What follows belongs to an exercise in optimizing a design on an open flow for small area, a short achievable clock period and few clock cycles per item; a production flow would make more cautious choices.
Only simulation tests tie the RTL to the original design; equivalence was not proved.

==> flow/design.v <==
module sha256_k (
    input  wire [5:0]  t,
    output wire [31:0] k
);
    localparam [2047:0] TABLE = {
        32'h71374491,
        32'ha6fb9796,
        32'h307b5f59,
        32'hbef9a3f7,
        32'ha4506ceb,
        32'h90befffa,
        32'h8cc70208,
        32'h84c87814,
        32'h78a5636f,
        32'h748f82ee,
        32'h682e6ff3,
        32'h5b9cca4f,
        32'h4ed8aa4a,
        32'h391c0cb3,
        32'h34b0bcb5,
        32'h2748774c,
        32'h1e376c08,
        32'h19a4c116,
        32'h106aa070,
        32'hf40e3585,
        32'hd6990624,
        32'hd192e819,
        32'hc76c51a3,
        32'hc24b8b70,
        32'ha81a664b,
        32'ha2bfe8a1,
        32'h92722c85,
        32'h81c2c92e,
        32'h766a0abb,
        32'h650a7354,
        32'h53380d13,
        32'h4d2c6dfc,
        32'h2e1b2138,
        32'h27b70a85,
        32'h14292967,
        32'h06ca6351,
        32'hd5a79147,
        32'hc6e00bf3,
        32'hbf597fc7,
        32'hb00327c8,
        32'ha831c66d,
        32'h983e5152,
        32'h76f988da,
        32'h5cb0a9dc,
        32'h4a7484aa,
        32'h2de92c6f,
        32'h240ca1cc,
        32'h0fc19dc6,
        32'hefbe4786,
        32'he49b69c1,
        32'hc19bf174,
        32'h9bdc06a7,
        32'h80deb1fe,
        32'h72be5d74,
        32'h550c7dc3,
        32'h243185be,
        32'h12835b01,
        32'hd807aa98,
        32'hab1c5ed5,
        32'h923f82a4,
        32'h59f111f1,
        32'h3956c25b,
        32'he9b5dba5,
        32'hb5c0fbcf
    };
    assign k = TABLE[32*t +: 32];
endmodule
module kh64_hash (
    input  wire         clk,
    input  wire         rst,
    input  wire         in_valid,
    output wire         in_ready,
    input  wire [127:0] in_key,
    output reg          out_valid,
    output wire [63:0]  out_kh
);
    localparam [31:0] IV0 = 32'h6a09e667, IV1 = 32'hbb67ae85,
                      IV2 = 32'h3c6ef372,
                      IV4 = 32'h510e527f, IV5 = 32'h9b05688c,
                      IV6 = 32'h1f83d9ab,
                      D0  = 32'h9cbf5a55;   
    reg  [5:0]  t;
    reg         load;       
    reg         last;       
    reg         first;      
    reg         first_s;    
    reg         first_m;    
    reg         busy;       
    reg         pend;       
    reg  [31:0] a, b, c, d, e, f, g;
    reg  [31:0] p;          
    reg  [31:0] w [0:15];   
    assign in_ready = load;
    wire accept = in_valid && load;
    assign out_kh = {b[7:0], b[15:8], b[23:16], b[31:24],
                     a[7:0], a[15:8], a[23:16], a[31:24]};
    wire [31:0] bsig1 = {e[5:0], e[31:6]} ^ {e[10:0], e[31:11]} ^ {e[24:0], e[31:25]};
    wire [31:0] bsig0 = {a[1:0], a[31:2]} ^ {a[12:0], a[31:13]} ^ {a[21:0], a[31:22]};
    wire [31:0] ch    = (e & f) ^ (~e & g);
    wire [31:0] maj   = (a & b) ^ (a & c) ^ (b & c);
    wire [31:0] s0m   = first_s ? 32'd0 : bsig0;
    wire [31:0] mjm   = first_m ? 32'd0 : maj;
    wire [31:0] u_s = p ^ ch ^ bsig1;
    wire [31:0] u_c = ((p & ch) | (p & bsig1) | (ch & bsig1)) << 1;
    wire [31:0] x2s = u_s ^ u_c ^ s0m;
    wire [31:0] x2c = ((u_s & u_c) | (u_s & s0m) | (u_c & s0m)) << 1;
    wire [31:0] x3s = x2s ^ x2c ^ mjm;
    wire [31:0] x3c = ((x2s & x2c) | (x2s & mjm) | (x2c & mjm)) << 1;
    wire [31:0] a_new = x3s + x3c;
    wire [31:0] y2s = u_s ^ u_c ^ d;
    wire [31:0] y2c = ((u_s & u_c) | (u_s & d) | (u_c & d)) << 1;
    wire [31:0] e_new = y2s + y2c;
    wire [31:0] k_rom;
    reg  [31:0] k_n;        
    sha256_k u_k (.t(t), .k(k_rom));
    wire [31:0] h_n = last ? 32'd0 : g;       
    wire [31:0] w_n = w[1];
    wire [31:0] z1s = h_n ^ k_n ^ w_n;
    wire [31:0] z1c = ((h_n & k_n) | (h_n & w_n) | (k_n & w_n)) << 1;
    wire [31:0] p_new = z1s + z1c;
    wire [31:0] w1  = w[1];
    wire [31:0] w14 = w[14];
    wire [31:0] ssig0 = {w1[6:0], w1[31:7]} ^ {w1[17:0], w1[31:18]} ^ {3'b000, w1[31:3]};
    wire [31:0] ssig1 = {w14[16:0], w14[31:17]} ^ {w14[18:0], w14[31:19]} ^ {10'd0, w14[31:10]};
    wire [31:0] s1s = ssig1 ^ w[9] ^ ssig0;
    wire [31:0] s1c = ((ssig1 & w[9]) | (ssig1 & ssig0) | (w[9] & ssig0)) << 1;
    wire [31:0] s2s = s1s ^ s1c ^ w[0];
    wire [31:0] s2c = ((s1s & s1c) | (s1s & w[0]) | (s1c & w[0])) << 1;
    wire [31:0] w_sched = s2s + s2c;
    wire sched_on = ~(t[5] & t[4]);
    wire [31:0] w_tail = (sched_on ? w_sched : 32'd0)
                       | {(t == 6'd52), 31'd0}
                       | {24'd0, last, 7'd0};
    wire [127:0] key_in = load ? in_key : 128'd0;
    integer i;
    always @(posedge clk) begin
        w[0] <= w[1];
        w[1] <= w[2] | {key_in[7:0],    key_in[15:8],    key_in[23:16],  key_in[31:24]};
        w[2] <= w[3] | {key_in[39:32],  key_in[47:40],   key_in[55:48],  key_in[63:56]};
        w[3] <= w[4] | {key_in[71:64],  key_in[79:72],   key_in[87:80],  key_in[95:88]};
        w[4] <= w[5] | {key_in[103:96], key_in[111:104], key_in[119:112], key_in[127:120]};
        for (i = 5; i < 15; i = i + 1)
            w[i] <= w[i+1];
        w[15] <= w_tail;
        p <= p_new;
        k_n <= k_rom;
        first_m <= last;    
        a <= a_new;
        b <= last ? IV1 + a : (first ? IV0 : a);
        c <= first ? IV1 : b;
        d <= last ? D0 : (first ? IV2 : c);
        e <= last ? IV4 : e_new;
        f <= last ? IV5 : e;
        g <= last ? IV6 : f;
        if (rst) begin
            t         <= 6'd48;
            load      <= 1'b0;
            last      <= 1'b0;
            first     <= 1'b0;
            first_s   <= 1'b0;
            busy      <= 1'b0;
            pend      <= 1'b0;
            out_valid <= 1'b0;
        end else begin
            t         <= t + 6'd1;
            load      <= (t == 6'd61);
            last      <= load;
            first     <= last;
            first_s   <= (t == 6'd63);
            out_valid <= last & busy;
            if (load) pend <= accept;
            if (last) busy <= pend;
        end
    end
endmodule
==> flow/run.sh <==
#!/bin/bash
# synth_recipe.tcl (not shown) runs the flow's synth.tcl, then flattens the netlist and writes it again
# the make line also repeats each setting of config.mk as NAME=value (left out here)
make -C /OpenROAD-flow-scripts/flow DESIGN_CONFIG=/design/flow/config.mk WORK_HOME=/design/flow/orfs CLKGATE_MAP_FILE= SYNTH_SCRIPT=/design/flow/synth_recipe.tcl finish
==> flow/config.mk <==
export PLATFORM = sky130hd
export DESIGN_NAME = kh64_hash
export DESIGN_NICKNAME = kh64_hash
export VERILOG_FILES = /design/flow/design.v
export SDC_FILE = /design/flow/constraint.sdc
export NUM_CORES = 4
export LEC_CHECK = 0
export CAP_MARGIN = 20
export CORE_MARGIN = 2
export CORE_UTILIZATION = 60
export SETUP_SLACK_MARGIN = 4.5
export SLEW_MARGIN = 20
==> flow/constraint.sdc <==
create_clock -name core_clock -period 9.0 [get_ports {clk}]
set_input_delay 1.8000 -clock core_clock [delete_from_list [all_inputs] [get_ports {clk}]]
set_output_delay 1.8000 -clock core_clock [all_outputs]
set_load 0.01 [all_outputs]
==> results of run 1 <==
through the flow:
step / hold WS, ps / instances / area, um2 / setup WS, ps
after floorplan: 310 / 3570 / 36900 / 4500
after global routing: 317 / 4580 / 43500 / 4060
final: 304 / 4580 / 43500 / 4120
after global placement: 310 / 4386 / 39300 / 3500
after CTS: 311 / 4553 / 42700 / 4210
after detailed placement: 312 / 4386 / 39300 / 3350
timing repair:
action | 4_1_cts | 5_1_grt
setup endpoints to repair | 57 | 47
buffers inserted | 24 | 25
gates resized for setup | 110 | 123
pin swaps | 36 | 56
cloned | 0 | 1
final cells by class:
cell class | count | area, um2
fillers | 4191 | 17100
clock inverters | 34 | 507
inverters | 234 | 882
flip-flops and latches | 814 | 16500
repair buffers | 264 | 2540
clock buffers | 109 | 2300
multi-input cells | 2342 | 19800
diodes | 1 | 2.50
well taps | 782 | 978
flip-flops by register name, summed over array words and instances (netlist names), 6 cells and up:
signal and flops:
c 32, w 512, k_n 32, f 32, p 32, d 32, b 32, g 32
e 32, t 6, a 32
cell usage in the layout, fill, tap and decap left out, types with 14 or more instances in the layout:
cell,synthesis,routed
ha_1,149,143
nand2_1,204,201
o21bai_1,15,14
inv_1,234,230
o21a_1,17,17
o211ai_1,19,19
nand3_1,37,37
dfxtp_2,0,54
nor2_1,171,169
nor3_1,42,39
nand2b_1,57,57
and3_1,17,17
xnor2_1,288,268
xnor2_2,0,16
buf_4,1,61
dfxtp_1,814,734
fa_1,217,213
xor2_1,100,84
clkbuf_16,0,82
a21oi_1,187,175
clkbuf_8,0,17
and2_1,16,15
or3_1,18,18
mux2i_1,38,36
a31oi_1,23,21
clkdlybuf4s50_1,0,196
or2_2,62,62
dfxtp_4,0,26
o21ai_0,164,159
a21o_1,214,213
a211oi_1,25,19
nor2b_1,104,102
cell families after synthesis:
kind of cell             Yosys count  synth area share, %
AO/OA/AOI/OAI                    778                 13.8
XOR/XNOR                         388                 9.21
adder cells (fa/ha/maj)          366                 16.8
buffers and inverters            414                 4.29
flip-flops                       814                 44.2
multiplexers                      44                 1.37
AND/OR/NAND/NOR                  766                 10.3
routing by layer:
layer,GRT usage (%),share of wire [%],wire length [um],vias to the layer above
met5,0,0.027,31,-
met4,11.9,3.6,4050,6
met3,6.83,9.5,10800,287
met2,54.5,45,51000,1413
met1,48.9,42,47100,13400
li1,-,-,-,12200
worst paths after layout:
kind | start | end
setup reg to reg | e[7] | e[25]
hold reg to reg | w[12][26] | w[11][26]
setup / recovery | e[7] | e[25]
hold / removal | w[12][26] | w[11][26]
==> impl_results.md, run 1 <==
* Status: complete, no violations
* Hold buffers post-CTS at 0
* Area share of the largest cell type after synthesis at 44.2%
* Port bufs at 196
* Vias per inst at 5.95
* Seq/Total Area, Yosys at 44.2%
* Drt pass-1 iters at 6
* CP max stage delay at 590 ps
* Crit path buf inv count at 4
* Synth Area per Inst at 10.3 um2
* Slew @ Worst Pin at 1130 ps
* Worst EP required at 9520 ps
* CP delay by family, top: compound AO/OA/AOI/OAI gates
* Top-level port count at roughly 200
* Num CTS Buffers at 80
* Placement Rows at 90
* Worst Reg-to-Reg Cells at 19
* Worst path cell trace: xor2_4 -> xnor2_4 -> fa_1 -> buf_4 -> buf_6 -> inv_2 -> fa_1 -> ha_2 -> inv_2 -> fa_2 -> nor2b_4 -> o21a_1 -> o21ai_2 -> a21o_1 -> o21a_1 -> o31a_1 -> o31ai_4 -> a21oi_2 -> a311o_1
* # nets final at between 4,000 and 5,000
* Layout cells sized above 1 at 12.4%
* Most common library cells after synthesis: dfxtp_1 (814), xnor2_1 (288), inv_1 (234)
* Reg2Reg Setup Slack at 4120 ps
* # DRC at 0
* First-pass GRT wire length at between 150,000 and 200,000 um
* WL per Instance at between 20 and 25 um
* CP startpoint kind: flip-flop
* Syn_nets at 4,067
* CTS sink count at 814
* Root buffer cell: clkbuf_16
* Worst Hold Class: reg -> reg
* Hold Path Stages at 0
* Dominant synthesized flop cell: dfxtp_1
* Max frequency at 0.205 GHz
* MaxCap Viol Count at 0
* Post-synth EDFFs at 0
* Post-DP HPWL at about 80,000 um
* Setup TNS at 0 ps
* Worst-case clock buffer depth at 3
* Period minus WS final at 4880 ps
* Yosys warnings at 2
* CP Capture Type: flip-flop
* Number of global-route vias before repair at 27,500
* Die Y at roughly 250 um
* Post-DRT Antenna Nets at 0
* Mapped Area at 36,900 um2
* CP Class: reg -> reg
* Largest net degree at the start of global routing at slightly above 100
* DRT Wirelength at 113,000 um
* CP max FO at 3
* Relative slew slack at 24.7%
* Placer Congestion at 0.985
* Most frequent cell after synthesis: dfxtp_1
* DRT iter0 DRCs at 3,083
* Yosys cell types at 83
* Worst-path clk slew at 70 ps
* Slowest-stage cell, CP: fa_1
* Asr flop ratio synth at 0%
* Hold Vio Cnt, Final at 0
* Clock latency (worst-skew pair) at roughly 650 ps
* H-tree depth at 3
* CP arrival at 5410 ps
* WP depth at 19
* Final setup vio count at 0
* Util after Layout at 71.7%
* CTS tree: yes
* Core area at 60,600 um2
* RSZ-0062 raised after global routing: true
* Final period util at between 50 and 60%
* Slew Viols, Final at 0
* Die Area at 63,500 um2
* Synth area leaders: dfxtp_1 (44%), fa_1 (12%), xnor2_1 (6.8%), ha_1 (5.1%), a21o_1 (4.4%)
* Initial antenna violation count at 6
* Area leader, netlist: dfxtp_1
* Routed vias at around 27,000
* P&R area growth vs syn at 17.8%
* Clk_skew at 39.5 ps
* Total congestion overflow at 0
* Tot GR Track Use at 34.9%
* Chip width at 252 um
* Initial Utilization at 60.9%
* Number of synthesized register bits at a little over 800
* Gate Count Post-Synth at about 3,600
Testbench counts, summed over its fixed seeds: cycles 131,208, items 2,048.
==> run 2, diff against run 1 <==
--- a/flow/config.mk
+++ b/flow/config.mk
@@ -9,4 +9,5 @@
 export CORE_MARGIN = 2
 export CORE_UTILIZATION = 60
-export SETUP_SLACK_MARGIN = 4.5
+export PLACE_DENSITY = 0.75
+export SETUP_SLACK_MARGIN = 5
 export SLEW_MARGIN = 20
==> impl_results.md, run 2 <==
* Die Area at 63,500 um2 (unchanged)
* Area share of the largest cell type after synthesis at 44.2% (unchanged)
* Max reg flops at 512 (unchanged)
* Slew @ Worst Pin at 1060 ps (was 1130 ps)
* Number of synthesized register bits at 814 (unchanged)
* CP startpoint kind: flip-flop (unchanged)
* CP max FO at 2 (was 3)
* Core area at 60,600 um2 (unchanged)
* Initial antenna violation count at 3 (was 6)
* DRT Wirelength at 120,000 um (was 113,000 um)
* Synth area leaders: dfxtp_1 (44%), fa_1 (12%), xnor2_1 (6.8%), ha_1 (5.1%), a21o_1 (4.4%) (unchanged)
* Slowest-stage cell, CP: fa_1 (unchanged)
* Worst Reg-to-Reg Cells at 18 (was 19)
* Top-level port count at 197 (unchanged)
* Setup TNS at 0 ps (unchanged)
* Final WS setup at 4270 ps (was 4120 ps)
* Worst path cell trace: xor2_2 -> xnor2_2 -> fa_1 -> inv_1 -> fa_1 -> ha_2 -> inv_2 -> fa_2 -> nor2b_4 -> o21a_1 -> o21ai_2 -> a21o_1 -> o21a_1 -> o31a_1 -> o31ai_4 -> a21oi_2 -> nor4b_2 -> a311o_1 (was xor2_4 -> xnor2_4 -> fa_1 -> buf_4 -> buf_6 -> inv_2 -> fa_1 -> ha_2 -> inv_2 -> fa_2 -> nor2b_4 -> o21a_1 -> o21ai_2 -> a21o_1 -> o21a_1 -> o31a_1 -> o31ai_4 -> a21oi_2 -> a311o_1)
* Port bufs at 196 (unchanged)
* Number of global-route vias before repair at 27,800 (was 27,500)
* Max frequency at 0.211 GHz (was 0.205 GHz)
* Placed Area at 39,300 um2 (about the same)
* Clock latency (worst-skew pair) at 650 ps (about the same)
* MaxCap Viol Count at 0 (unchanged)
* Most frequent cells in the layout: dfxtp_1 (724), xnor2_1 (258), inv_1 (230) (was dfxtp_1 (734), xnor2_1 (268), inv_1 (230))
* Syn_nets at 4,067 (unchanged)
* Placer Congestion at 0.993 (was 0.985)
* Yosys warnings at 2 (unchanged)
* Reg with most FFs: w (unchanged)
* Area leader, netlist: dfxtp_1 (unchanged)
* Vias per inst at 6.00 (was 5.95)
* Seq/Total Area, Yosys at 44.2% (unchanged)
* Hold Slack at 298 ps (was 304 ps)
* # nets final at 4,279 (was 4,233)
* CTS sink count at 814 (unchanged)
* Worst EP required at 9570 ps (was 9520 ps)
* Die Y at 252 um (unchanged)
* Root buffer cell: clkbuf_16 (unchanged)
* Final period util at 52.6% (was 54.2%)
* Total congestion overflow at 0 (unchanged)
* Commonest non-fill, non-tap cell in the layout: dfxtp_1 (unchanged)
* Final instance area at 44,600 um2 (was 43,500 um2)
* Status: complete, no violations (unchanged)
* RSZ-0062 raised after global routing: true (unchanged)
* Hold Path Stages at 0 (unchanged)
* # DRC at 0 (unchanged)
* Layout cells sized above 1 at 15.9% (was 12.4%)
* Mapped Area at 36,900 um2 (unchanged)
* Yosys cell types at 83 (unchanged)
* Initial Utilization at 60.9% (unchanged)
* Clk_skew at 56.2 ps (was 39.5 ps)
* Antenna diode count at 0 (was 1)
* CTS tree: yes (unchanged)
* CP Capture Type: flip-flop (unchanged)
* Worst-case clock buffer depth at 3 (unchanged)
* Relative slew slack at 28.9% (was 24.7%)
* Placement Rows at 90 (unchanged)
* Largest net degree at the start of global routing at 104 (was 101)
* Synth Area per Inst at 10.3 um2 (unchanged)
* Most frequent cell after synthesis: dfxtp_1 (unchanged)
* Dominant synthesized flop cell: dfxtp_1 (unchanged)
* Post-synth EDFFs at 0 (unchanged)
* Routed vias at 27,800 (was 27,200)
* Gate Count Post-Synth at 3,570 (unchanged)
* P&R area growth vs syn at 21.0% (was 17.8%)
* Hold Vio Cnt, Final at 0 (unchanged)
* Num CTS Buffers at 81 (was 80)
* Drt pass-1 iters at 5 (was 6)
* Asr flop ratio synth at 0% (unchanged)
* H-tree depth at 3 (unchanged)
* CP Class: reg -> reg (unchanged)
* Slew Viols, Final at 0 (unchanged)
* Hold buffers post-CTS at 0 (unchanged)
* Final setup vio count at 0 (unchanged)
* Most common library cells after synthesis: dfxtp_1 (814), xnor2_1 (288), inv_1 (234) (unchanged)
* WL per Instance at 25.9 um (was 24.7 um)
* Post-DP HPWL at 80,100 um (was 79,900 um)
* Worst-path clk slew at 70 ps (about the same)
* Period minus WS final at 4730 ps (was 4880 ps)
* Place WS at 3840 ps (was 3350 ps)
* CP max stage delay at 570 ps (was 590 ps)
* DRT iter0 DRCs at 2,673 (was 3,083)
* Chip width at 252 um (unchanged)
* Worst Hold Class: reg -> reg (unchanged)
* First-pass GRT wire length at 172,000 um (was 167,000 um)
* Tot GR Track Use at 36.3% (was 34.9%)
* Util after Layout at 73.7% (was 71.7%)
* CP arrival at 5300 ps (was 5410 ps)
* Post-DRT Antenna Nets at 0 (unchanged)
-- run 2: cell counts after synthesis --
No cell type changed its count.
-- run 2: final timing paths --
| kind | startpoint | end | slack, ps |
|---|---|---|---|
| worst min register to register | w[15][29] | w[14][29] | 300 |
| worst min-delay path | w[15][29] | w[14][29] | 300 |
| worst max-delay path | e[7] | e[25] | 4270 |
| worst max register to register | e[7] | e[25] | 4270 |
-- run 2: worst max-delay path: cells and delay by family, from the launching register on --
kind                       cells  cell delay (ps)
xor gates and xnor gates       2              360
buffers and inverters          2              110
adders and majority gates      4             1630
DFF                            1              360
AOI/OAI and AO/OA              8             1680
and+or+nand+nor                2              480
-- run 2: layout make-up --
class	instances	area (um2)
multi-input cells	2342	20400
flip-flops and latches	814	16500
fillers	3956	16000
repair buffers	309	2940
clock buffers	113	2340
well taps	782	978
inverters	234	881
clock inverters	38	553
-- run 2: per-stage QoR --
| stage | cells |
|---|---|
| 2_1_floorplan | 3570 |
| 6_report | 4632 |
| 3_3_place_gp | 4387 |
| 3_5_place_dp | 4387 |
| 4_1_cts | 4594 |
| 5_1_grt | 4632 |
-- run 2: layer usage --
metal  vias up  track usage (%)  share of wire (%)
met3       345             8.70                 10
met2      1529             56.3                 45
li1      12300                -                  -
met5         -                0             0.0092
met4         2             14.5                4.8
met1     13600             49.2                 40
-- run 2: timing repair --
action,4_1_cts,5_1_grt
setup endpoints to repair,82,73
resized for setup,231,150
pin swaps,88,104
setup buffers,56,38
-- run 2: cell families after synthesis --
family | share of synthesized area, %
mux | 1.37
simple gates | 10.3
flops | 44.2
buf+inv | 4.29
compound gates | 13.8
fa+ha+maj | 16.8
xor+xnor | 9.21
==> run 3, diff against run 2 <==
--- a/flow/config.mk
+++ b/flow/config.mk
@@ -8,6 +8,5 @@
 export CAP_MARGIN = 20
 export CORE_MARGIN = 2
-export CORE_UTILIZATION = 60
-export PLACE_DENSITY = 0.75
-export SETUP_SLACK_MARGIN = 5
+export CORE_UTILIZATION = 40
+export SETUP_SLACK_MARGIN = 4.5
 export SLEW_MARGIN = 20
==> impl_results.md, run 3 <==
* Synth Area per Inst at 10.3 um2 (unchanged)
* Max frequency at 0.214 GHz (was 0.211 GHz)
* Setup TNS at 0 ps (unchanged)
* MaxCap Viol Count at 0 (unchanged)
* Worst Hold Class: reg -> reg (unchanged)
* Mapped Area at 36,900 um2 (unchanged)
* Reg with most FFs: w (unchanged)
* Number of synthesized register bits at 814 (unchanged)
* Final setup vio count at 0 (unchanged)
* Root buffer cell: clkbuf_16 (unchanged)
* Hold buffers post-CTS at 0 (unchanged)
* Layout cells sized above 1 at 11.3% (was 15.9%)
* FILL cells at 8,443 (was 3,956)
* Area share of the largest cell type after synthesis at 44.2% (unchanged)
* Port bufs at 196 (unchanged)
* Die Y at 308 um (was 252 um)
* Hold Vio Cnt, Final at 0 (unchanged)
* # DRC at 0 (unchanged)
* Asr flop ratio synth at 0% (unchanged)
* Yosys cell types at 83 (unchanged)
* Vias per inst at 5.15 (was 6.00)
* CP startpoint kind: flip-flop (unchanged)
* Seq/Total Area, Yosys at 44.2% (unchanged)
* Post-synth EDFFs at 0 (unchanged)
* CP arrival at 5250 ps (was 5300 ps)
* DRT iter0 DRCs at 2,076 (was 2,673)
* Antenna diode count at 0 (unchanged)
* Worst-path clk slew at 60 ps (was 70 ps)
* P&R area growth vs syn at 18.7% (was 21.0%)
* Commonest non-fill, non-tap cell in the layout: dfxtp_1 (unchanged)
* CTS tree: yes (unchanged)
* Most common library cells after synthesis: dfxtp_1 (814), xnor2_1 (288), inv_1 (234) (unchanged)
* CTS sink count at 814 (unchanged)
* Initial Utilization at 40.3% (was 60.9%)
* Post-DRT Antenna Nets at 0 (unchanged)
* Drt pass-1 iters at 7 (was 5)
* Top-level port count at 197 (unchanged)
* Tot GR Track Use at 22.3% (was 36.3%)
* Number of global-route vias before repair at 25,200 (was 27,800)
* Die Area at 94,700 um2 (was 63,500 um2)
* Most frequent cells in the layout: dfxtp_1 (740), xnor2_1 (274), inv_1 (233) (was dfxtp_1 (724), xnor2_1 (258), inv_1 (230))
* Slew Viols, Final at 0 (unchanged)
* Routed vias at 25,600 (was 27,800)
* Multi-input logic area at 19,500 um2 (was 20,400 um2)
* Period minus WS final at 4680 ps (was 4730 ps)
* Largest net degree at the start of global routing at 69 (was 104)
* Status: complete, no violations (unchanged)
* DRT Wirelength at 106,000 um (was 120,000 um)
* WL per Instance at 21.4 um (was 25.9 um)
* Gate Count Post-Synth at 3,570 (unchanged)
* Most frequent cell after synthesis: dfxtp_1 (unchanged)
* Slowest-stage cell, CP: fa_1 (unchanged)
* Util after Layout at 47.8% (was 73.7%)
* Total congestion overflow at 0 (unchanged)
* Worst-case clock buffer depth at 3 (unchanged)
* Core area at 91,500 um2 (was 60,600 um2)
* Non-Filler Instances at 4,979 (was 4,632)
* # nets final at 4,223 (was 4,279)
* Max reg flops at 512 (unchanged)
* Placed insts at 4,793 (was 4,387)
* Register area at 16,400 um2 (was 16,500 um2)
* Relative slew slack at 34.9% (was 28.9%)
* CP Capture Type: flip-flop (unchanged)
* Initial antenna violation count at 5 (was 3)
* First-pass GRT wire length at 159,000 um (was 172,000 um)
* CP max FO at 5 (was 2)
* Clock latency (worst-skew pair) at 660 ps (was 650 ps)
* Synth area leaders: dfxtp_1 (44%), fa_1 (12%), xnor2_1 (6.8%), ha_1 (5.1%), a21o_1 (4.4%) (unchanged)
* Worst path cell trace: xor2_2 -> xnor2_2 -> fa_1 -> fa_1 -> inv_1 -> fa_1 -> ha_4 -> nor2b_1 -> o31a_1 -> o311a_4 -> a21o_4 -> o211ai_4 -> nor2_2 -> a21bo_2 -> a41oi_2 -> and2b_1 -> xnor2_1 (was xor2_2 -> xnor2_2 -> fa_1 -> inv_1 -> fa_1 -> ha_2 -> inv_2 -> fa_2 -> nor2b_4 -> o21a_1 -> o21ai_2 -> a21o_1 -> o21a_1 -> o31a_1 -> o31ai_4 -> a21oi_2 -> nor4b_2 -> a311o_1)
* Yosys warnings at 2 (unchanged)
* Placer Congestion at 0.973 (was 0.993)
* Syn_nets at 4,067 (unchanged)
* CP Class: reg -> reg (unchanged)
* Clk_skew at 28.9 ps (was 56.2 ps)
* Hold Slack at 310 ps (was 298 ps)
* Area leader, netlist: dfxtp_1 (unchanged)
* H-tree depth at 3 (unchanged)
* CP max stage delay at 520 ps (was 570 ps)
* Crit path top cell by count: fa_1
* Placement Rows at 111 (was 90)
* Post-DP HPWL at 80,000 um (was 80,100 um)
* Num CTS Buffers at 86 (was 81)
* Worst EP required at 9570 ps (about the same)
* Slew @ Worst Pin at 973 ps (was 1060 ps)
* RSZ-0062 raised after global routing: true (unchanged)
* Chip width at 308 um (was 252 um)
* Final period util at 52.0% (was 52.6%)
* Dominant synthesized flop cell: dfxtp_1 (unchanged)
-- run 3: final cells by class --
type	count	share of cell area (%)
tap	1186	3.39
clock inverter	48	1.87
inverter	234	2.01
sequential	814	37.5
timing repair buffer	248	5.41
multi-input combinational	2342	44.5
clock buffer	107	5.33
-- run 3: stage by stage --
| stage | setup slack, ps | area (um2) |
|---|---|---|
| after floorplan | 4500 | 36900 |
| after global placement | 3640 | 39800 |
| after detailed placement | 3660 | 39800 |
| after CTS | 4260 | 43400 |
| after global routing | 4150 | 43800 |
| final | 4320 | 43800 |
-- run 3: cell families (layout without fill, tap and decap cells) --
group	after synthesis	count (layout)	share of synthesized area, %
AO/OA/AOI/OAI	778	778	13.8
XOR/XNOR	388	388	9.21
adder cells (fa/ha/maj)	366	366	16.8
buffers and inverters	414	637	4.29
flip-flops	814	814	44.2
multiplexers	44	44	1.37
AND/OR/NAND/NOR	766	766	10.3
-- run 3: worst paths after layout --
check,startpoint,endpoint,slack [ps],cells past startpoint
setup / recovery,e[28],a[29],4320,17
hold / removal,w[11][31],w[10][31],310,0
setup reg to reg,e[28],a[29],4320,17
hold reg to reg,w[11][31],w[10][31],310,0
-- run 3: critical path: cells and delay by family (launching register included) --
kind | cells | cell delay (ps)
AO/OA/AOI/OAI | 6 | 1520
adder cells (fa/ha/maj) | 4 | 1750
XOR/XNOR | 3 | 550
flip-flops | 1 | 380
buffers and inverters | 1 | 50
AND/OR/NAND/NOR | 3 | 370
-- run 3: routing by layer --
layer / track usage (%) / vias up / routed length [um]
li1: - / 12200 / -
met1: 32.8 / 12600 / 50300
met2: 34.3 / 743 / 47600
met3: 3.19 / 121 / 6500
met4: 5.49 / 0 / 2080
met5: 0 / - / 0
-- run 3: timing repair --
action	in CTS	in global routing
setup endpoints to repair	40	36
pin swaps	30	26
buffers inserted	19	12
gates cloned	0	0
resized for setup	92	70
==> run 4, diff against run 3 <==
==> flow/flow/run.sh (new file) <==
#!/bin/bash
# The standard layout (the standard.sh, standard synthesis unchanged),
# with one change: the buffers that placement puts on every input and output
# port are the small sky130_fd_sc_hd__buf_1 instead of ORFS's default pick.
# ORFS writes each step's full log under orfs/logs/; make's own output goes
# to standard.log here.
set -euo pipefail
export BUFFER_PORTS_ARGS="-buffer_cell sky130_fd_sc_hd__buf_1"
bash standard.sh > standard.log 2>&1
==> flow/standard.sh (new file) <==
#!/bin/bash
# synth_recipe.tcl (not shown) runs the flow's synth.tcl, then flattens the netlist and writes it again
# the make line also repeats each setting of config.mk as NAME=value (left out here)
make -C /OpenROAD-flow-scripts/flow DESIGN_CONFIG=/design/flow/config.mk WORK_HOME=/design/flow/orfs CLKGATE_MAP_FILE= SYNTH_SCRIPT=/design/flow/synth_recipe.tcl "${@:-finish}"
removed: flow/run.sh
==> impl_results.md, run 4 <==
* Status: complete, no violations (unchanged)
* Worst reg2reg startpoint: e[12] (was e[28])
* Asr flop ratio synth at 0% (unchanged)
* CP max FO at 2 (was 5)
* Reg2Reg Setup Slack at 4300 ps (was 4320 ps)
* Final WS setup at 4300 ps (was 4320 ps)
* # DRC at 0 (unchanged)
* Commonest non-fill, non-tap cell in the layout: dfxtp_1 (unchanged)
* DRT Wirelength at 106,000 um (about the same)
* CP startpoint kind: flip-flop (unchanged)
* Post-DRT Antenna Nets at 0 (unchanged)
* Most frequent cell after synthesis: dfxtp_1 (unchanged)
* Total congestion overflow at 0 (unchanged)
* Tot GR Track Use at 22.1% (was 22.3%)
* Area share of the largest cell type after synthesis at 44.2% (unchanged)
* WL per Instance at 21.2 um (was 21.4 um)
* Worst EP required at 9570 ps (about the same)
* Most frequent cells in the layout: dfxtp_1 (745), xnor2_1 (271), inv_1 (231) (was dfxtp_1 (740), xnor2_1 (274), inv_1 (233))
* FILL cells at 8,549 (was 8,443)
* Gate Count Post-Synth at 3,570 (unchanged)
* Die Y at 308 um (unchanged)
* Max frequency at 0.213 GHz (was 0.214 GHz)
* CTS tree: yes (unchanged)
* CP max stage delay at 540 ps (was 520 ps)
* Period minus WS final at 4700 ps (was 4680 ps)
* CTS sink count at 814 (unchanged)
* Hold Slack at 307 ps (was 310 ps)
* Worst path cell trace: xor2_2 -> xnor2_2 -> fa_1 -> fa_1 -> inv_2 -> fa_1 -> ha_2 -> inv_2 -> fa_2 -> nor2b_2 -> o31a_1 -> o311a_4 -> a21o_4 -> o211ai_4 -> nor2_2 -> a21bo_2 -> a41oi_2 -> and2b_1 -> xnor2_1 (was xor2_2 -> xnor2_2 -> fa_1 -> fa_1 -> inv_1 -> fa_1 -> ha_4 -> nor2b_1 -> o31a_1 -> o311a_4 -> a21o_4 -> o211ai_4 -> nor2_2 -> a21bo_2 -> a41oi_2 -> and2b_1 -> xnor2_1)
* CP Class: reg -> reg (unchanged)
* Worst Reg-to-Reg Cells at 19 (was 17)
* Placer Congestion at 0.975 (was 0.973)
* Chip width at 308 um (unchanged)
* H-tree depth at 3 (unchanged)
* Relative slew slack at 30.4% (was 34.9%)
* Post-synth EDFFs at 0 (unchanged)
* CP delay by family, top: adder cells (unchanged)
* DR WL met2 at 47,600 um (about the same)
* Layout cells sized above 1 at 11.5% (was 11.3%)
* Metal-1 WL at 49,300 um (was 50,300 um)
* Seq/Total Area, Yosys at 44.2% (unchanged)
* Place WS at 3600 ps (was 3660 ps)
* Slew @ Worst Pin at 1040 ps (was 973 ps)
* Worst-path clk slew at 60 ps (about the same)
* Clock latency (worst-skew pair) at 670 ps (was 660 ps)
* Final period util at 52.3% (was 52.0%)
* Worst-case clock buffer depth at 3 (unchanged)
* Clk_skew at 48.5 ps (was 28.9 ps)
* Initial antenna violation count at 3 (was 5)
* Area leader, netlist: dfxtp_1 (unchanged)
* Die Area at 94,700 um2 (unchanged)
* Top Metal Used: met4 (unchanged)
* Met3 WL at 6380 um (was 6500 um)
* Routed vias at 25,500 (was 25,600)
* Reg-to-reg endpoint: a[29] (unchanged)
* Num CTS Buffers at 86 (unchanged)
* Initial Utilization at 40.3% (unchanged)
* Crit path top cell by count: fa_1 (unchanged)
* Number of global-route vias before repair at 24,900 (was 25,200)
* Critical Path Start: e[12] (was e[28])
* Util after Layout at 46.5% (was 47.8%)
* Top-level port count at 197 (unchanged)
* Drt pass-1 iters at 6 (was 7)
* Reg with most FFs: w (unchanged)
* CP Capture Type: flip-flop (unchanged)
* Synth area leaders: dfxtp_1 (44%), fa_1 (12%), xnor2_1 (6.8%), ha_1 (5.1%), a21o_1 (4.4%) (unchanged)
* Hold Vio Cnt, Final at 0 (unchanged)
* Worst Hold Class: reg -> reg (unchanged)
* Yosys cell types at 83 (unchanged)
* Vias per inst at 5.13 (was 5.15)
* Placement Rows at 111 (unchanged)
* DRT iter0 DRCs at 1,879 (was 2,076)
* MaxCap Viol Count at 0 (unchanged)
* First-pass GRT wire length at 156,000 um (was 159,000 um)
* Setup TNS at 0 ps (unchanged)
* Root buffer cell: clkbuf_16 (unchanged)
* Number of synthesized register bits at 814 (unchanged)
* Syn_nets at 4,067 (unchanged)
* Final setup vio count at 0 (unchanged)
* Hold Path Stages at 0 (unchanged)
* Largest net degree at the start of global routing at 84 (was 69)
* CP arrival at 5270 ps (was 5250 ps)
* Yosys warnings at 2 (unchanged)
* WP depth at 19 (was 17)
* # nets final at 4,216 (was 4,223)
* Post-DP HPWL at 79,400 um (was 80,000 um)
* P&R area growth vs syn at 15.5% (was 18.7%)
* Port bufs at 196 (unchanged)
* Synth Area per Inst at 10.3 um2 (unchanged)
* Core area at 91,500 um2 (unchanged)
* Dominant synthesized flop cell: dfxtp_1 (unchanged)
* Max reg flops at 512 (unchanged)
* RSZ-0062 raised after global routing: true (unchanged)
* Crit path buf inv count at 2 (was 1)
* CP endpoint: a[29] (unchanged)
* Slew Viols, Final at 0 (unchanged)
* Slowest-stage cell, CP: fa_1 (unchanged)
* Mapped Area at 36,900 um2 (unchanged)
* Most common library cells after synthesis: dfxtp_1 (814), xnor2_1 (288), inv_1 (234) (unchanged)
* Hold buffers post-CTS at 0 (unchanged)
[run 4: changes by cell type in the layout (fill, tap and decap cells not counted), sizes merged]
cell           previous run  this run
diode                     0         2
clkdlybuf4s50           196         0
clkinv                   26        25
buf                      52       241
clkbuf                  107       114
inv                     238       239
bufinv                   15        11
[run 4: logic make-up after synthesis]
logic type / share of synthesized area [%]
AOI/OAI and AO/OA: 13.8
muxes: 1.37
and+or+nand+nor: 10.3
adders and majority gates: 16.8
buffers and inverters: 4.29
DFF: 44.2
xor gates and xnor gates: 9.21
[run 4: how the worst min path moves through the flow]
stage / start / to / slack (ps)
final: w[13][24] / w[12][24] / 310
after global routing: w[13][24] / w[12][24] / 300
after CTS: w[13][24] / w[12][24] / 300
after detailed placement: w[10][4] / w[9][4] / 310
after global placement: w[10][16] / w[9][16] / 310
after floorplan: w[11][0] / w[10][0] / 310
[run 4: final cells by class]
cell class	instances	area, um2	area share (%)
antenna	2	5.00	0.0117
timing repair buffer	241	1120	2.63
inverter	234	878	2.06
clock buffer	114	2430	5.70
tap	1186	1480	3.48
clock inverter	44	687	1.61
sequential	814	16400	38.6
multi-input combinational	2342	19600	45.9
[run 4: routing by layer]
layer,up-vias,global-route usage [%]
met1,12500,31.9
met2,747,34.4
li1,12100,-
met5,-,0
met3,142,3.59
met4,0,5.35
[run 4: what timing repair did]
action                                  in CTS  in global routing
endpoints found under the hold margin        0                  0
pin swaps                                   30                 31
gates resized for setup                     88                 95
setup buffers                               17                  9
endpoints found under the setup margin      48                 41
cloned                                       0                  0
[run 4: per-stage QoR]
stage	cells	instance area, um2
detailed placement	4791	38600
finish	4977	42600
global route	4975	42600
CTS	4966	42100
floorplan	3570	36900
global placement	4791	38600
==> run 5, diff against run 4 <==
==> flow/flow/run.sh (replaced) <==
#!/bin/bash
# The standard layout (the standard.sh, standard synthesis unchanged),
# with two changes:
#  * the buffers that placement puts on every input and output port are the
#    small sky130_fd_sc_hd__buf_1 instead of ORFS's default pick;
#  * clock tree synthesis inserts no dummy loads (its other arguments are
#    ORFS's defaults).
# ORFS writes each step's full log under orfs/logs/; make's own output goes
# to standard.log here.
set -euo pipefail
export BUFFER_PORTS_ARGS="-buffer_cell sky130_fd_sc_hd__buf_1"
export CTS_ARGS="-sink_clustering_enable -repair_clock_nets -dont_use_dummy_load"
bash standard.sh > standard.log 2>&1
==> impl_results.md, run 5 <==
* Asr flop ratio synth at 0% (unchanged)
* Worst EP required at 9530 ps (was 9570 ps)
* Top-level port count at 197 (unchanged)
* Util after Layout at 45.6% (was 46.5%)
* Seq/Total Area, Yosys at 44.2% (unchanged)
* Register area at 16,400 um2 (about the same)
* Post-synth EDFFs at 0 (unchanged)
* Number of global-route vias before repair at 24,800 (was 24,900)
* Die Area at 94,700 um2 (unchanged)
* MaxCap Viol Count at 0 (unchanged)
* Max reg flops at 512 (unchanged)
* Crit path buf inv count at 1 (was 2)
* Core area at 91,500 um2 (unchanged)
* CP max stage delay at 550 ps (was 540 ps)
* CTS sink count at 814 (unchanged)
* Most frequent cell after synthesis: dfxtp_1 (unchanged)
* Crit path top cell by count: fa_1 (unchanged)
* Gate Count Post-Synth at 3,570 (unchanged)
* Max frequency at 0.215 GHz (was 0.213 GHz)
* Most frequent cells in the layout: dfxtp_1 (746), xnor2_1 (275), inv_1 (231) (was dfxtp_1 (745), xnor2_1 (271), inv_1 (231))
* CTS tree: yes (unchanged)
* Initial antenna violation count at 2 (was 3)
* Total congestion overflow at 0 (unchanged)
* Placed insts at 4,791 (unchanged)
* Vias per inst at 5.19 (was 5.13)
* Clk_skew at 87.8 ps (was 48.5 ps)
* Area share of the largest cell type after synthesis at 44.2% (unchanged)
* Worst Hold Class: reg -> reg (unchanged)
* CP Class: reg -> reg (unchanged)
* Die Y at 308 um (unchanged)
* Multi-input logic area at 19,500 um2 (was 19,600 um2)
* Worst-path clk slew at 60 ps (about the same)
* Setup TNS at 0 ps (unchanged)
* Routed vias at 25,500 (about the same)
* Dominant synthesized flop cell: dfxtp_1 (unchanged)
* Synth area leaders: dfxtp_1 (44%), fa_1 (12%), xnor2_1 (6.8%), ha_1 (5.1%), a21o_1 (4.4%) (unchanged)
* Slowest-stage cell, CP: fa_1 (unchanged)
* Initial Utilization at 40.3% (unchanged)
* WL per Instance at 21.5 um (was 21.2 um)
* DRT iter0 DRCs at 1,935 (was 1,879)
* Reg with most FFs: w (unchanged)
* Slew Viols, Final at 0 (unchanged)
* CP startpoint kind: flip-flop (unchanged)
* Yosys warnings at 2 (unchanged)
* Non-Filler Instances at 4,916 (was 4,977)
* Num CTS Buffers at 86 (unchanged)
* FILL cells at 8,639 (was 8,549)
* Chip width at 308 um (unchanged)
* # DRC at 0 (unchanged)
* Layout cells sized above 1 at 10.2% (was 11.5%)
* Area leader, netlist: dfxtp_1 (unchanged)
* Antenna diode count at 0 (was 2)
* RSZ-0062 raised after global routing: true (unchanged)
* Mapped Area at 36,900 um2 (unchanged)
* Most common library cells after synthesis: dfxtp_1 (814), xnor2_1 (288), inv_1 (234) (unchanged)
* Yosys cell types at 83 (unchanged)
* Hold Vio Cnt, Final at 0 (unchanged)
* Root buffer cell: clkbuf_16 (unchanged)
* Tot GR Track Use at 22.0% (was 22.1%)
* CP Capture Type: flip-flop (unchanged)
* # nets final at 4,229 (was 4,216)
* Post-DP HPWL at 79,400 um (unchanged)
* Largest net degree at the start of global routing at 84 (unchanged)
* Relative slew slack at 29.8% (was 30.4%)
* Commonest non-fill, non-tap cell in the layout: dfxtp_1 (unchanged)
* Final setup vio count at 0 (unchanged)
* Syn_nets at 4,067 (unchanged)
* Clock latency (worst-skew pair) at 680 ps (was 670 ps)
* Number of synthesized register bits at 814 (unchanged)
* CP delay by family, top: adder cells (unchanged)
* Period minus WS final at 4650 ps (was 4700 ps)
* Final period util at 51.7% (was 52.3%)
* Worst path cell trace: xor2_2 -> xnor2_2 -> fa_1 -> fa_1 -> inv_1 -> fa_1 -> ha_4 -> nor2b_2 -> o31a_1 -> o311a_4 -> a21o_4 -> o211ai_4 -> nor2_2 -> a21bo_2 -> a41oi_2 -> and2b_1 -> xnor2_1 (was xor2_2 -> xnor2_2 -> fa_1 -> fa_1 -> inv_2 -> fa_1 -> ha_2 -> inv_2 -> fa_2 -> nor2b_2 -> o31a_1 -> o311a_4 -> a21o_4 -> o211ai_4 -> nor2_2 -> a21bo_2 -> a41oi_2 -> and2b_1 -> xnor2_1)
* Hold Slack at 266 ps (was 307 ps)
* Hold buffers post-CTS at 0 (unchanged)
* H-tree depth at 3 (unchanged)
* Status: complete, no violations (unchanged)
* Placement Rows at 111 (unchanged)
* First-pass GRT wire length at 156,000 um (about the same)
* Port bufs at 196 (unchanged)
* Worst-case clock buffer depth at 3 (unchanged)
* CP max FO at 5 (was 2)
* DRT Wirelength at 105,000 um (was 106,000 um)
* Drt pass-1 iters at 6 (unchanged)
* Post-DRT Antenna Nets at 0 (unchanged)
* CP arrival at 5180 ps (was 5270 ps)
* Synth Area per Inst at 10.3 um2 (unchanged)
* Slew @ Worst Pin at 1050 ps (was 1040 ps)
* P&R area growth vs syn at 13.0% (was 15.5%)
* Placer Congestion at 0.975 (unchanged)
==> run 5: changes by cell type in the layout (fill, tap and decap cells not counted), moves of 3 or more <==
cell,delta
xnor2_1,+4
clkinv_16,-6
clkbuf_1,-11
clkinvlp_4,-3
clkbuf_8,-17
clkinv_2,-17
xnor2_2,-3
bufinv_16,-11
inv_6,-3
buf_4,+13
==> run 5: per-layer routing <==
layer	global-route usage, %	wire length, um
met5	0	0
met4	5.66	2370
met3	3.77	6570
met2	34.2	47500
met1	31.7	49100
==> run 5: worst paths after layout <==
kind / start / endpoint / slack (ps) / cells past startpoint
setup / recovery: e[28] / a[29] / 4350 / 17
hold / removal: w[12][8] / w[11][8] / 270 / 0
setup reg to reg: e[28] / a[29] / 4350 / 17
hold reg to reg: w[12][8] / w[11][8] / 270 / 0
==> run 5: area by class of cell <==
class                           instances  share of cell area, %
Tap cell                             1186                   3.56
Clock buffer                           86                   5.16
Inverter                              234                   2.11
Sequential cell                       814                   39.4
Multi-Input combinational cell       2342                   46.8
Timing Repair Buffer                  254                   2.92
==> run 5: repair_timing <==
item | in CTS | in global routing
resized for setup | 91 | 86
pin swaps | 30 | 29
hold endpoints to repair | 0 | 0
setup endpoints to repair | 44 | 41
buffers inserted | 28 | 11
==> run 5: cell families after synthesis <==
kind of cell	after synthesis	share of synthesized area (%)
flip-flops	814	44.2
AO/OA/AOI/OAI	778	13.8
AND/OR/NAND/NOR	766	10.3
buffers and inverters	414	4.29
XOR/XNOR	388	9.21
adder cells (fa/ha/maj)	366	16.8
multiplexers	44	1.37
==> run 5: per-stage QoR <==
step | instance area [um2] | worst slack, ps
after CTS | 41300 | 4280
after detailed placement | 38600 | 3600
after global routing | 41700 | 4200
after floorplan | 36900 | 4500
final | 41700 | 4350
after global placement | 38600 | 3630
==> run 6, diff against run 5 <==
--- a/flow/flow/run.sh
+++ b/flow/flow/run.sh
@@ -5,9 +5,9 @@
 #    small sky130_fd_sc_hd__buf_1 instead of ORFS's default pick;
 #  * clock tree synthesis inserts no dummy loads (its other arguments are
-#    ORFS's defaults).
+#    ORFS defaults, with sink clusters of up to 24 flip-flops within 100 um).
 # ORFS writes each step's full log under orfs/logs/; make's own output goes
 # to standard.log here.
 set -euo pipefail
 export BUFFER_PORTS_ARGS="-buffer_cell sky130_fd_sc_hd__buf_1"
-export CTS_ARGS="-sink_clustering_enable -repair_clock_nets -dont_use_dummy_load"
+export CTS_ARGS="-sink_clustering_enable -repair_clock_nets -dont_use_dummy_load -sink_clustering_size 24 -sink_clustering_max_diameter 100"
 bash standard.sh > standard.log 2>&1
==> impl_results.md, run 6 <==
* Chip width at 308 um (unchanged)
* Root buffer cell: clkbuf_16 (unchanged)
* Port bufs at 196 (unchanged)
* Post-Synth XOR/XNOR Area at 9.21% (unchanged)
* CTS sink count at 814 (unchanged)
* Initial antenna violation count at 5 (was 2)
* Critical Path Start: e[7] (was e[28])
* CP Class: reg -> reg (unchanged)
* # DRC at 0 (unchanged)
* P&R area growth vs syn at 9.97% (was 13.0%)
* Post-DP HPWL at 79,400 um (unchanged)
* Yosys cell types at 83 (unchanged)
* Num CTS Buffers at 43 (was 86)
* Number of global-route vias before repair at 24,400 (was 24,800)
* Die Y at 308 um (unchanged)
* Clock latency (worst-skew pair) at 620 ps (was 680 ps)
* Placer Congestion at 0.975 (unchanged)
* Layout cells sized above 1 at 9.15% (was 10.2%)
* H-tree depth at 2 (was 3)
* Final period util at 51.7% (about the same)
* Antenna diode count at 0 (unchanged)
* Die Area at 94,700 um2 (unchanged)
* Initial Utilization at 40.3% (unchanged)
* Placement Rows at 111 (unchanged)
* Number of synthesized register bits at 814 (unchanged)
* CP max FO at 2 (was 5)
* Mapped Area at 36,900 um2 (unchanged)
* Seq/Total Area, Yosys at 44.2% (unchanged)
* Clk_skew at 75.8 ps (was 87.8 ps)
* Slew @ Worst Pin at 1050 ps (about the same)
* Hold Slack at 296 ps (was 266 ps)
* MaxCap Viol Count at 0 (unchanged)
* Max frequency at 0.215 GHz (about the same)
* Worst Hold Class: reg -> reg (unchanged)
* Dominant synthesized flop cell: dfxtp_1 (unchanged)
* Relative slew slack at 29.7% (was 29.8%)
* Core area at 91,500 um2 (unchanged)
* Worst EP required at 9530 ps (about the same)
* Setup TNS at 0 ps (unchanged)
* Synth area leaders: dfxtp_1 (44%), fa_1 (12%), xnor2_1 (6.8%), ha_1 (5.1%), a21o_1 (4.4%) (unchanged)
* Worst-path clk slew at 100 ps (was 60 ps)
* CP startpoint kind: flip-flop (unchanged)
* Gate Count Post-Synth at 3,570 (unchanged)
* Most common library cells after synthesis: dfxtp_1 (814), xnor2_1 (288), inv_1 (234) (unchanged)
* Total congestion overflow at 0 (unchanged)
* CP Capture Type: flip-flop (unchanged)
* WL per Instance at 21.5 um (about the same)
* Reg2Reg Setup Slack at 4340 ps (was 4350 ps)
* Largest family of logic cells by synthesized area: adder cells (unchanged)
* FILL cells at 8,736 (was 8,639)
* Adder-cell share of the synthesized area at 16.8% (unchanged)
* Area share of the largest cell type after synthesis at 44.2% (unchanged)
* CTS tree: yes (unchanged)
* Status: complete, no violations (unchanged)
* Tot GR Track Use at 21.7% (was 22.0%)
* Vias per inst at 5.18 (was 5.19)
* Largest net degree at the start of global routing at 84 (unchanged)
* Post-synth EDFFs at 0 (unchanged)
* Multiplexer share of the synthesized area at 1.37% (unchanged)
* Hold Vio Cnt, Final at 0 (unchanged)
* CP endpoint: a[29] (unchanged)
* Syn_nets at 4,067 (unchanged)
* Area leader, netlist: dfxtp_1 (unchanged)
* Most frequent cells in the layout: dfxtp_1 (733), xnor2_1 (273), inv_1 (232) (was dfxtp_1 (746), xnor2_1 (275), inv_1 (231))
* DRT Wirelength at 104,000 um (was 105,000 um)
* Simple-Gate Fraction of Synth Area at 10.3% (unchanged)
* Worst-case clock buffer depth at 3 (unchanged)
* Post-synthesis compound-gate area fraction at 13.8% (unchanged)
* Routed vias at 25,200 (was 25,500)
* Drt pass-1 iters at 6 (unchanged)
* Max reg flops at 512 (unchanged)
* Top-level port count at 197 (unchanged)
* Worst reg2reg startpoint: e[7] (was e[28])
* Most frequent cell after synthesis: dfxtp_1 (unchanged)
* Worst Reg-to-Reg Cells at 19 (was 17)
* Asr flop ratio synth at 0% (unchanged)
* CP arrival at 5190 ps (was 5180 ps)
* First-pass GRT wire length at 154,000 um (was 156,000 um)
* Slew Viols, Final at 0 (unchanged)
* Final setup vio count at 0 (unchanged)
* Reg with most FFs: w (unchanged)
* Register area at 16,400 um2 (about the same)
* DRT iter0 DRCs at 1,850 (was 1,935)
* Yosys warnings at 2 (unchanged)
* Reg-to-reg endpoint: a[29] (unchanged)
* Multi-input logic area at 19,600 um2 (was 19,500 um2)
* RSZ-0062 raised after global routing: true (unchanged)
* # nets final at 4,172 (was 4,229)
* Synth Area per Inst at 10.3 um2 (unchanged)
* Period minus WS final at 4660 ps (was 4650 ps)
* Post-DRT Antenna Nets at 0 (unchanged)
* Commonest non-fill, non-tap cell in the layout: dfxtp_1 (unchanged)
==> run 6: cell families after synthesis <==
logic type                 count (synthesis)
xor gates and xnor gates                 388
AOI/OAI and AO/OA                        778
muxes                                     44
adders and majority gates                366
and+or+nand+nor                          766
buffers and inverters                    414
DFF                                      814
==> run 6: stage by stage <==
step / util [%] / worst slack (ps) / cell area [um2] / std cells
4_1_cts: 43.8 / 4320 / 40100 / 4851
3_5_place_dp: 42.1 / 3600 / 38600 / 4791
2_1_floorplan: - / 4500 / 36900 / 3570
5_1_grt: 44.3 / 4160 / 40600 / 4859
3_3_place_gp: 42.1 / 3630 / 38600 / 4791
6_report: 44.3 / 4340 / 40600 / 4859
==> run 6: critical path, cell delays in order, from the launching register on <==
cell      delay [ps]
dfxtp_4          370
xor2_2           180
xnor2_2          170
fa_1             520
fa_1             510
inv_1             60
fa_1             430
ha_2             190
inv_2             60
fa_2             200
nor2b_1           60
o31a_1           270
o311a_4          330
a21o_4           240
o211ai_4         210
nor2_2            60
a21bo_2          220
a41oi_2          230
and2b_1          160
xnor2_1          100
==> run 6: worst min-delay path by stage <==
stage	startpoint	endpoint	slack [ps]	depth (start not counted)
2_1_floorplan	w[11][0]	w[10][0]	310	0
3_3_place_gp	w[10][16]	w[9][16]	310	0
3_5_place_dp	w[10][4]	w[9][4]	310	0
4_1_cts	w[12][21]	w[11][21]	290	0
5_1_grt	w[12][21]	w[11][21]	300	0
6_report	w[12][21]	w[11][21]	300	0
==> run 6: final cells by class <==
cell class                 instances  share of cell area (%)
inverter                         234                    2.17
multi-input combinational       2342                    48.2
sequential                       814                    40.5
timing repair buffer             240                    2.75
clock buffer                      43                    2.65
tap                             1186                    3.66
==> run 6: per-layer routing <==
metal | routed length, um | up-vias | global-route usage, %
met5 | 0 | - | 0
met4 | 2160 | 0 | 4.75
met3 | 5760 | 109 | 3.15
met2 | 47300 | 663 | 34.0
met1 | 49100 | 12400 | 31.6
li1 | - | 12000 | -
==> run 6: timing repair <==
item | CTS | global route
gates cloned | 0 | 0
hold buffers | 0 | 0
setup buffers | 17 | 8
pin swaps | 24 | 20
endpoints found under the setup margin | 48 | 41
gates resized for setup | 87 | 102
==> run 7, diff against run 6 <==
--- a/flow/config.mk
+++ b/flow/config.mk
@@ -11,2 +11,3 @@
 export SETUP_SLACK_MARGIN = 4.5
 export SLEW_MARGIN = 20
+export TNS_END_PERCENT = 20
==> impl_results.md, run 7 <==
* Placed Area at 38,600 um2 (unchanged)
* Die Area at 94,700 um2 (unchanged)
* Largest net degree at the start of global routing at 84 (unchanged)
* Die Y at 308 um (unchanged)
* Clk_skew at 73.9 ps (was 75.8 ps)
* Crit path buf inv count at 2 (unchanged)
* P&R area growth vs syn at 9.37% (was 9.97%)
* Layout cells sized above 1 at 7.96% (was 9.15%)
* Syn_nets at 4,067 (unchanged)
* Hold EP: w[11][21] (unchanged)
* Most common library cells after synthesis: dfxtp_1 (814), xnor2_1 (288), inv_1 (234) (unchanged)
* First-pass GRT wire length at 154,000 um (about the same)
* Post-synth EDFFs at 0 (unchanged)
* Worst Reg-to-Reg Cells at 19 (unchanged)
* Slew @ Worst Pin at 1040 ps (was 1050 ps)
* Global route hottest layer: met2 (unchanged)
* CP max stage delay at 530 ps (was 520 ps)
* Post-DP HPWL at 79,400 um (unchanged)
* Grt met3 use at 3.04% (was 3.15%)
* DRT Wirelength at 104,000 um (about the same)
* # nets final at 4,169 (was 4,172)
* Most frequent cell after synthesis: dfxtp_1 (unchanged)
* Max reg flops at 512 (unchanged)
* Placer Congestion at 0.975 (unchanged)
* H-tree depth at 2 (unchanged)
* Placement Rows at 111 (unchanged)
* MaxCap Viol Count at 0 (unchanged)
* Area leader, netlist: dfxtp_1 (unchanged)
* CTS tree: yes (unchanged)
* Number of synthesized register bits at 814 (unchanged)
* Slowest-stage cell, CP: fa_1 (unchanged)
* Core area at 91,500 um2 (unchanged)
* Register area at 16,400 um2 (about the same)
* CP arrival at 5200 ps (was 5190 ps)
* Initial antenna violation count at 5 (unchanged)
* # DRC at 0 (unchanged)
* Mapped Area at 36,900 um2 (unchanged)
* CP max FO at 2 (unchanged)
* CP Capture Type: flip-flop (unchanged)
* Met2 usage at 34.1% (was 34.0%)
* Routed vias at 25,200 (about the same)
* Area share of the largest cell type after synthesis at 44.2% (unchanged)
* Slew Viols, Final at 0 (unchanged)
* CP startpoint kind: flip-flop (unchanged)
* Final period util at 51.9% (was 51.7%)
* Drt pass-1 iters at 5 (was 6)
* Multi-input logic area at 19,400 um2 (was 19,600 um2)
* Commonest non-fill, non-tap cell in the layout: dfxtp_1 (unchanged)
* DRT iter0 DRCs at 1,907 (was 1,850)
* Seq/Total Area, Yosys at 44.2% (unchanged)
* Port bufs at 196 (unchanged)
* Dominant synthesized flop cell: dfxtp_1 (unchanged)
* Hold Vio Cnt, Final at 0 (unchanged)
* CTS sink count at 814 (unchanged)
* Yosys cell types at 83 (unchanged)
* Initial Utilization at 40.3% (unchanged)
* Final setup vio count at 0 (unchanged)
* Number of global-route vias before repair at 24,300 (was 24,400)
* Worst-case clock buffer depth at 3 (unchanged)
* Setup TNS at 0 ps (unchanged)
* Yosys warnings at 2 (unchanged)
* CP delay by family, top: adder cells (unchanged)
* Final instance area at 40,300 um2 (was 40,600 um2)
* Tot GR Track Use at 21.7% (about the same)
* Gate Count Post-Synth at 3,570 (unchanged)
* Chip width at 308 um (unchanged)
* Worst Hold Class: reg -> reg (unchanged)
* CP Class: reg -> reg (unchanged)
* GR Util met1 at 31.6% (about the same)
* Asr flop ratio synth at 0% (unchanged)
* Relative slew slack at 30.8% (was 29.7%)
* Worst path cell trace: xor2_2 -> xnor2_2 -> fa_1 -> fa_1 -> inv_2 -> fa_1 -> ha_2 -> inv_2 -> fa_2 -> nor2b_2 -> o31a_1 -> o311a_4 -> a21o_4 -> o211ai_4 -> nor2_2 -> a21bo_2 -> a41oi_2 -> and2b_1 -> xnor2_1 (was xor2_2 -> xnor2_2 -> fa_1 -> fa_1 -> inv_1 -> fa_1 -> ha_2 -> inv_2 -> fa_2 -> nor2b_1 -> o31a_1 -> o311a_4 -> a21o_4 -> o211ai_4 -> nor2_2 -> a21bo_2 -> a41oi_2 -> and2b_1 -> xnor2_1)
* Reg2Reg Setup Slack at 4330 ps (was 4340 ps)
* Reg with most FFs: w (unchanged)
* Post-DRT Antenna Nets at 0 (unchanged)
* Period minus WS final at 4670 ps (was 4660 ps)
* Worst-path clk slew at 100 ps (about the same)
* Util after Layout at 44.1% (was 44.3%)
* Num CTS Buffers at 43 (unchanged)
* Total congestion overflow at 0 (unchanged)
* HP Start: w[12][21] (unchanged)
* Root buffer cell: clkbuf_16 (unchanged)
* Status: complete, no violations (unchanged)
* Vias per inst at 5.18 (about the same)
* Critical Path Start: e[7] (unchanged)
* Worst reg2reg startpoint: e[7] (unchanged)
* Reg-to-reg endpoint: a[29] (unchanged)
* Most frequent cells in the layout: dfxtp_1 (751), xnor2_1 (276), inv_1 (232) (was dfxtp_1 (733), xnor2_1 (273), inv_1 (232))
* RSZ-0062 raised after global routing: true (unchanged)
* Synth Area per Inst at 10.3 um2 (unchanged)
* Hold Path Stages at 0 (unchanged)
* Clock latency (worst-skew pair) at 620 ps (about the same)
* Crit path top cell by count: fa_1 (unchanged)
* Max frequency at 0.214 GHz (was 0.215 GHz)
* Top-level port count at 197 (unchanged)
* WL per Instance at 21.4 um (was 21.5 um)
* Worst EP required at 9530 ps (about the same)
* FILL cells at 8,741 (was 8,736)
* Synth area leaders: dfxtp_1 (44%), fa_1 (12%), xnor2_1 (6.8%), ha_1 (5.1%), a21o_1 (4.4%) (unchanged)
==> run 7: cell counts after synthesis <==
No cell type changed its count.
==> run 7: layout make-up <==
cell class / instances / area share [%]
sequential: 814 / 40.7
inverter: 234 / 2.18
clock buffer: 43 / 2.67
antenna: 2 / 0.0124
tap: 1186 / 3.68
timing repair buffer: 237 / 2.70
multi-input combinational: 2342 / 48.1
==> run 7: logic make-up after synthesis <==
| logic type | after synthesis | share of synthesized area (%) |
|---|---|---|
| DFF | 814 | 44.2 |
| adders and majority gates | 366 | 16.8 |
| buffers and inverters | 414 | 4.29 |
| and+or+nand+nor | 766 | 10.3 |
| AOI/OAI and AO/OA | 778 | 13.8 |
| xor gates and xnor gates | 388 | 9.21 |
| muxes | 44 | 1.37 |
==> run 7: stage by stage <==
| step | hold WS (ps) | setup slack (ps) | std cells |
|---|---|---|---|
| 2_1_floorplan | 310 | 4500 | 3570 |
| 3_3_place_gp | 310 | 3630 | 4791 |
| 6_report | 295 | 4330 | 4858 |
| 4_1_cts | 291 | 4320 | 4851 |
| 3_5_place_dp | 312 | 3600 | 4791 |
| 5_1_grt | 301 | 4160 | 4856 |
==> run 7: worst reg2reg max path: cells and delay by family (launching register included) <==
kind,cells,cell delay [ps]
AOI/OAI and AO/OA,6,1500
xor gates and xnor gates,3,450
adders and majority gates,5,1890
buffers and inverters,2,110
DFF,1,370
and+or+nand+nor,3,270
==> run 7: how the worst max path moves through the flow <==
| stage | endpoint | slack [ps] | cells past startpoint |
|---|---|---|---|
| after global routing | a[29] | 4160 | 19 |
| after CTS | a[29] | 4320 | 19 |
| after floorplan | a[31] | 4500 | 20 |
| after detailed placement | a[28] | 3600 | 17 |
| after global placement | a[30] | 3630 | 17 |
| final | a[29] | 4330 | 19 |
==> run 7: layer usage <==
| metal | wire [um] | vias up | part of all wire, % |
|---|---|---|---|
| met3 | 6080 | 123 | 5.8 |
| met2 | 46900 | 670 | 45 |
| li1 | - | 12000 | - |
| met4 | 2210 | 0 | 2.1 |
| met1 | 48900 | 12400 | 47 |
| met5 | 0 | - | 0 |
==> run 7: timing repair <==
item | CTS | global route
resized for setup | 81 | 53
endpoints found under the setup margin | 48 | 50
hold buffers | 0 | 0
pin swaps | 24 | 10
setup buffers | 17 | 5

==> afterwards: timing with drivers on the ports <==
In the flow no input, the clock included, has a driving cell. The finished layouts below were timed again as built, in two steps.
Step 1 sets driving cells, clkbuf_16 on the clock port and buf_2 on the other inputs (assumed; they add their load-dependent delay and slew).
Step 2 also shifts input and output timing later by t, the mid clock arrival at the registers, as if the neighbouring blocks saw the same clock.
Three values: ideal, step 1, step 2; two values: the first two.
run	t, ns	setup slack, ns	worst setup path at the end	clock arrival spread, ns	worst data-port slew with drivers (ns)
run 1	0.699	4.118 / 4.118 / 4.118	register to register	0.042 / 0.042	0.07
run 2	0.684	4.270 / 4.270 / 4.270	register to register	0.056 / 0.056	0.08
run 3	0.716	4.321 / 4.321 / 4.321	register to register	0.043 / 0.043	0.09
run 4	0.720	4.296 / 4.296 / 4.296	register to register	0.058 / 0.059	0.09
run 5	0.697	4.349 / 4.349 / 4.349	register to register	0.109 / 0.109	0.08
run 6	0.653	4.343 / 4.343 / 4.343	register to register	0.077 / 0.076	0.09
run 7	0.652	4.332 / 4.332 / 4.332	register to register	0.075 / 0.074	0.09
After both steps setup and hold are still met in every run listed.
